This design comes from an exercise in tuning for small area, a short achievable clock period and few clock cycles per item on the open sky130 flow, not from production work. Only simulation tests tie the RTL to the original design; equivalence was not proved. Power is estimated from default activity; no workload was simulated.

==> build 69 <==
Design mxq_block, start of the top module:
module mxq_block (
    input  wire         clk,
    input  wire         rst,         
    input  wire         in_valid,
    output wire         in_ready,
    input  wire [31:0]  in_data,     
    input  wire [2:0]   in_fmt,      
    input  wire         in_rmode,    
    output wire         out_valid,
    input  wire         out_ready,
    output wire [7:0]   out_scale,
    output wire [255:0] out_elems,
    output wire [5:0]   out_flush,
    output wire         out_nan
);
    localparam [2:0] FMT_FP4  = 3'd0,    
                     FMT_E2M3 = 3'd1,
                     FMT_E3M2 = 3'd2,
                     FMT_E4M3 = 3'd3,
                     FMT_E5M2 = 3'd4,
                     FMT_INT8 = 3'd5;
    localparam integer NR = 33;          
    localparam [5:0]   NRM1 = NR - 1;
    function [3:0] fmt_emax(input [2:0] f);
        case (f)
            FMT_FP4:  fmt_emax = 4'd2;
            FMT_E2M3: fmt_emax = 4'd2;
            FMT_E3M2: fmt_emax = 4'd4;
            FMT_E4M3: fmt_emax = 4'd8;
            FMT_E5M2: fmt_emax = 4'd15;
            default:  fmt_emax = 4'd0;    
        endcase
    endfunction
    function [4:0] fmt_bias(input [2:0] f);
        case (f)
            FMT_FP4:  fmt_bias = 5'd1;
            FMT_E2M3: fmt_bias = 5'd1;
            FMT_E3M2: fmt_bias = 5'd3;
            FMT_E4M3: fmt_bias = 5'd7;
            FMT_E5M2: fmt_bias = 5'd15;
            default:  fmt_bias = 5'd1;
        endcase
    endfunction
    function [2:0] fmt_m(input [2:0] f);
        case (f)
            FMT_FP4:  fmt_m = 3'd1;
            FMT_E2M3: fmt_m = 3'd3;
  ...
export LEC_CHECK = 0
export CAP_MARGIN = 20
export CORE_MARGIN = 2
export CORE_UTILIZATION = 65
export PLACE_DENSITY = 0.75
export SLEW_MARGIN = 20
create_clock -name core_clock -period 14.0 [get_ports {clk}]
standard.sh (not shown) runs the stock make flow with config.mk's settings and CLKGATE_MAP_FILE= SYNTH_SCRIPT=/design/flow/synth_recipe.tcl, a recipe that flattens the netlist after the stock synthesis.
==> flow/flow/run.sh <==
#!/bin/bash
# Layout flow: the standard layout (standard synthesis, floorplan,
# placement, CTS, routing) with two changes:
#  * the input and output ports are buffered with sky130_fd_sc_hd__buf_1
#    instead of the delay buffer that buffer_ports picks by default (every
#    port still gets its own buffer);
#  * timing repair aims for more setup slack than the default, so that it
#    works on the paths that set the achieved period. The clock period and
#    the I/O constraints are the design's, unchanged;
#  * clock tree: larger sink clusters and no dummy loads.
set -euo pipefail
export BUFFER_PORTS_ARGS="-buffer_cell sky130_fd_sc_hd__buf_1"
export SETUP_SLACK_MARGIN=9.9
export CTS_ARGS="-sink_clustering_enable -repair_clock_nets -sink_clustering_size 16 -sink_clustering_max_diameter 80 -sink_clustering_buffer sky130_fd_sc_hd__clkbuf_8 -dont_use_dummy_load"
bash standard.sh "BUFFER_PORTS_ARGS=$BUFFER_PORTS_ARGS" "SETUP_SLACK_MARGIN=$SETUP_SLACK_MARGIN" "CTS_ARGS=$CTS_ARGS" finish > standard_flow.log 2>&1
test -f out/final.def
==> inputs of trial 38, as changes to build 69 <==
--- a/flow/design.v
+++ b/flow/design.v
@@ -184,16 +184,18 @@
     reg  [6:0]  s2_mag;
     reg         s2_g, s2_stk, s2_s, s2_zero, s2_sub;
     reg         s2_e0, s2_e1, s2_last;
     reg  [1:0]  s2_i;        
     reg         s2_shr;      
     reg         sh_q;        
     reg  [2:0]  k_fmt;
-    reg         k_rm, k_nanblk;
-    reg         f0;          
+    reg         k_rm, k_nanblk, k_nanout;
+    reg  [7:0]  k_sc;
+    reg  [5:0]  k_fl;
+    reg  [7:0]  xb;          
     reg         ov;
     reg  [255:8] oel;
     reg  [7:0]  xo;
     reg  [7:0]  osc;
     reg  [5:0]  ofl;
     reg         onan;
     wire        com     = s2_v && (s2_e0 || !ov);
@@ -223,49 +225,48 @@
                 s2_code[7] = s2_s;
         end
         if (k_nanblk)
             s2_code = 8'd0;
     end
     wire        s2_fl   = s2_sub ||
                           (!k_nanblk && !s2_zero && (s2_mag == 7'd0) && !s2_up);
-    wire [5:0]  s2_flc  = (s2_e1 ? {5'd0, f0} : ofl) + {5'd0, s2_fl};
-    reg  [7:0]  pk;          
+    wire [5:0]  s2_flc  = k_fl + {5'd0, s2_fl};
+    reg  [5:0]  pk;          
     reg         pk_emit;
     reg  [7:0]  pk_byte;
-    reg  [7:0]  pk_n;
+    reg  [5:0]  pk_n;
     always @(*) begin
         pk_emit = 1'b1;
         pk_byte = s2_code;
-        pk_n    = s2_code;       
+        pk_n    = pk;
         if (k_fp4) begin
             pk_emit = s2_i[0];
             pk_byte = {s2_code[3:0], pk[3:0]};
-            pk_n    = {4'd0, s2_code[3:0]};
+            pk_n    = {2'b00, s2_code[3:0]};
         end else if (k_fp6) begin
             case (s2_i)
                 2'd0: begin
                     pk_emit = 1'b0;
-                    pk_n    = {2'b00, s2_code[5:0]};
+                    pk_n    = s2_code[5:0];
                 end
                 2'd1: begin
                     pk_byte = {s2_code[1:0], pk[5:0]};
-                    pk_n    = {4'd0, s2_code[5:2]};
+                    pk_n    = {2'b00, s2_code[5:2]};
                 end
                 2'd2: begin
                     pk_byte = {s2_code[3:0], pk[3:0]};
-                    pk_n    = {6'd0, s2_code[5:4]};
+                    pk_n    = {4'd0, s2_code[5:4]};
                 end
                 default: begin
                     pk_byte = {s2_code[5:0], pk[1:0]};
-                    pk_n    = pk;
                 end
             endcase
         end
     end
-    wire [7:0]  byte0    = (k_fp4 || k_fp6) ? pk_byte : pk;
+    wire        pk_first = (k_fp4 || k_fp6) ? s2_e1 : s2_e0;
     wire [255:8] oel_n;
     assign oel_n[247:8]   = oel[255:16];
     assign oel_n[255:248] = (!k_fp4 && !k_fp6) ? pk_byte : 8'd0;
     wire [255:8] oel_d;
     assign oel_d[255:192] = oel_n[255:192];
     assign oel_d[191:184] = k_fp6 ? pk_byte : oel_n[191:184];
     assign oel_d[183:136] = oel_n[183:136];
@@ -372,31 +373,35 @@
             s2_shr  <= is_shr;
             s2_last <= (ci == 5'd31);
         end
         if (iss && ci == 5'd0) begin
             k_fmt    <= c_fmt;
             k_rm     <= c_rm;
             k_nanblk <= c_nanblk;
-        end
-        if (iss && ci == 5'd31) begin
-            osc  <= c_nanblk ? 8'hFF :
-                    c_zero   ? 8'h7F :
-                    c_big    ? (c_kb[7:0] + {3'd0, fmt_bias(c_fmt)}) : 8'd0;
-            onan <= c_nanout;
-        end
-        if (com && s2_e0)
-            f0 <= s2_fl;
-        if (com && !s2_e0)
-            ofl <= s2_flc;
+            k_nanout <= c_nanout;
+            k_sc     <= c_nanblk ? 8'hFF :
+                        c_zero   ? 8'h7F :
+                        c_big    ? (c_kb[7:0] + {3'd0, fmt_bias(c_fmt)}) : 8'd0;
+        end
+        if (iss && ci == 5'd0)
+            k_fl <= 6'd0;
+        else if (com)
+            k_fl <= s2_flc;
         if (com)
             pk <= pk_n;
-        if (com && s2_e1)
-            xo <= byte0;
+        if (com && pk_emit && pk_first)
+            xb <= pk_byte;
         if (sh_q)
             oel <= oel_d;
+        if (com && s2_last) begin
+            xo   <= xb;
+            osc  <= k_sc;
+            ofl  <= s2_flc;
+            onan <= k_nanout;
+        end
     end
     assign in_ready  = ir;
     assign out_valid = ov;
     assign out_scale = osc;
     assign out_elems = {oel, xo};
     assign out_flush = ofl;
     assign out_nan   = onan;
==> flow/flow/run.sh (replaced) <==
#!/bin/bash
# Layout flow: the standard layout (standard synthesis, floorplan,
# placement, CTS, routing) with two changes:
#  * the input and output ports are buffered with sky130_fd_sc_hd__buf_2
#    instead of the delay buffer that buffer_ports picks by default (every
#    port still gets its own buffer);
#  * timing repair aims for more setup slack than the default, so that it
#    works on the paths that set the achieved period. The clock period and
#    the I/O constraints are the design's, unchanged;
#  * clock tree: larger sink clusters and no dummy loads.
set -euo pipefail
export BUFFER_PORTS_ARGS="-buffer_cell sky130_fd_sc_hd__buf_2"
export SETUP_SLACK_MARGIN=9.9
export CTS_ARGS="-sink_clustering_enable -repair_clock_nets -sink_clustering_size 24 -sink_clustering_max_diameter 100 -dont_use_dummy_load"
bash standard.sh "BUFFER_PORTS_ARGS=$BUFFER_PORTS_ARGS" "SETUP_SLACK_MARGIN=$SETUP_SLACK_MARGIN" "CTS_ARGS=$CTS_ARGS" finish > standard_flow.log 2>&1
test -f out/final.def
==> flow/config.mk (replaced) <==
export PLATFORM = sky130hd
export DESIGN_NAME = mxq_block
export DESIGN_NICKNAME = mxq_block
export VERILOG_FILES = /design/flow/design.v
export SDC_FILE = /design/flow/constraint.sdc
export NUM_CORES = 4
export LEC_CHECK = 0
export CAP_MARGIN = 20
export CORE_MARGIN = 2
export CORE_UTILIZATION = 40
export SLEW_MARGIN = 20
==> inputs of build 88, as changes to build 69 <==
==> flow/flow/run.sh (replaced) <==
#!/bin/bash
# Layout flow: the standard layout (standard synthesis, floorplan,
# placement, CTS, routing) with two changes:
#  * the input and output ports are buffered with sky130_fd_sc_hd__buf_2
#    instead of the delay buffer that buffer_ports picks by default (every
#    port still gets its own buffer);
#  * timing repair aims for more setup slack than the default, so that it
#    works on the paths that set the achieved period. The clock period and
#    the I/O constraints are the design's, unchanged;
#  * clock tree: larger sink clusters and no dummy loads.
set -euo pipefail
export BUFFER_PORTS_ARGS="-buffer_cell sky130_fd_sc_hd__buf_2"
export SETUP_SLACK_MARGIN=9.9
export CTS_ARGS="-sink_clustering_enable -repair_clock_nets -sink_clustering_size 24 -sink_clustering_max_diameter 100 -dont_use_dummy_load"
bash standard.sh "BUFFER_PORTS_ARGS=$BUFFER_PORTS_ARGS" "SETUP_SLACK_MARGIN=$SETUP_SLACK_MARGIN" "CTS_ARGS=$CTS_ARGS" finish > standard_flow.log 2>&1
test -f out/final.def
==> flow/config.mk (replaced) <==
export PLATFORM = sky130hd
export DESIGN_NAME = mxq_block
export DESIGN_NICKNAME = mxq_block
export VERILOG_FILES = /design/flow/design.v
export SDC_FILE = /design/flow/constraint.sdc
export NUM_CORES = 4
export LEC_CHECK = 0
export CAP_MARGIN = 20
export CORE_MARGIN = 2
export CORE_UTILIZATION = 75
export PLACE_DENSITY = 0.85
export SLEW_MARGIN = 20
==> notes <==
Combinational power, highest first: build 88, build 69, trial 38.
Between trial 38 and build 88, the lower sequential power is in trial 38 (gap about 2%, measured against build 88).
The highest final cell count belongs to trial 38, the lowest to build 88.
Against trial 38, the worst setup slack of build 88 is lower by 0.021 ns.
Total power: trial 38 is higher than build 69 (0.60%).
In trial 38 the synthesized cell count is higher than in build 69, by 2.0%.
Build 69 ran to the end with no violations. Trial 38 completed without violations. Build 88 completed without violations.
Of build 69 and trial 38, trial 38 has the higher sequential cell count (gap 20).
Testbench counts of build 69, summed over its fixed seeds: cycles 16,664, items 512.
Testbench counts of trial 38, summed over its fixed seeds: cycles 16,664, items 512.
Testbench counts of build 88, summed over its fixed seeds: cycles 16,664, items 512.

==> re-timing with driven ports <==
In the flow no input, the clock included, has a driving cell. The finished layouts below were timed again as built, in two steps. Step 1 assumes that a clkbuf_16 drives the clock port and a buf_2 every other input. Step 2 adds t to the input delays and takes it off the output delays; t is the mean of the earliest and latest rising clock arrival at the registers after step 1. Input paths then give back, and output paths get back, about the clock's delay inside the block. a / b / c = ideal ports / drivers / drivers and shift; a / b = the first two.
run	t, ns	setup WS [ns]	worst hold slack (ns)	pins driven straight from the clock port
build 69	0.604	9.946 / 9.892 / 9.487	0.274 / 0.274 / 0.274	1
trial 38	0.625	9.944 / 9.885 / 9.443	0.290 / 0.290 / 0.290	1
build 88	0.633	9.923 / 9.867 / 9.389	0.313 / 0.313 / 0.313	1
After both steps setup and hold are still met in every run listed. For build 88, which loses most, drivers alone change the setup slack by -0.056 ns; drivers and shift together by -0.534 ns.
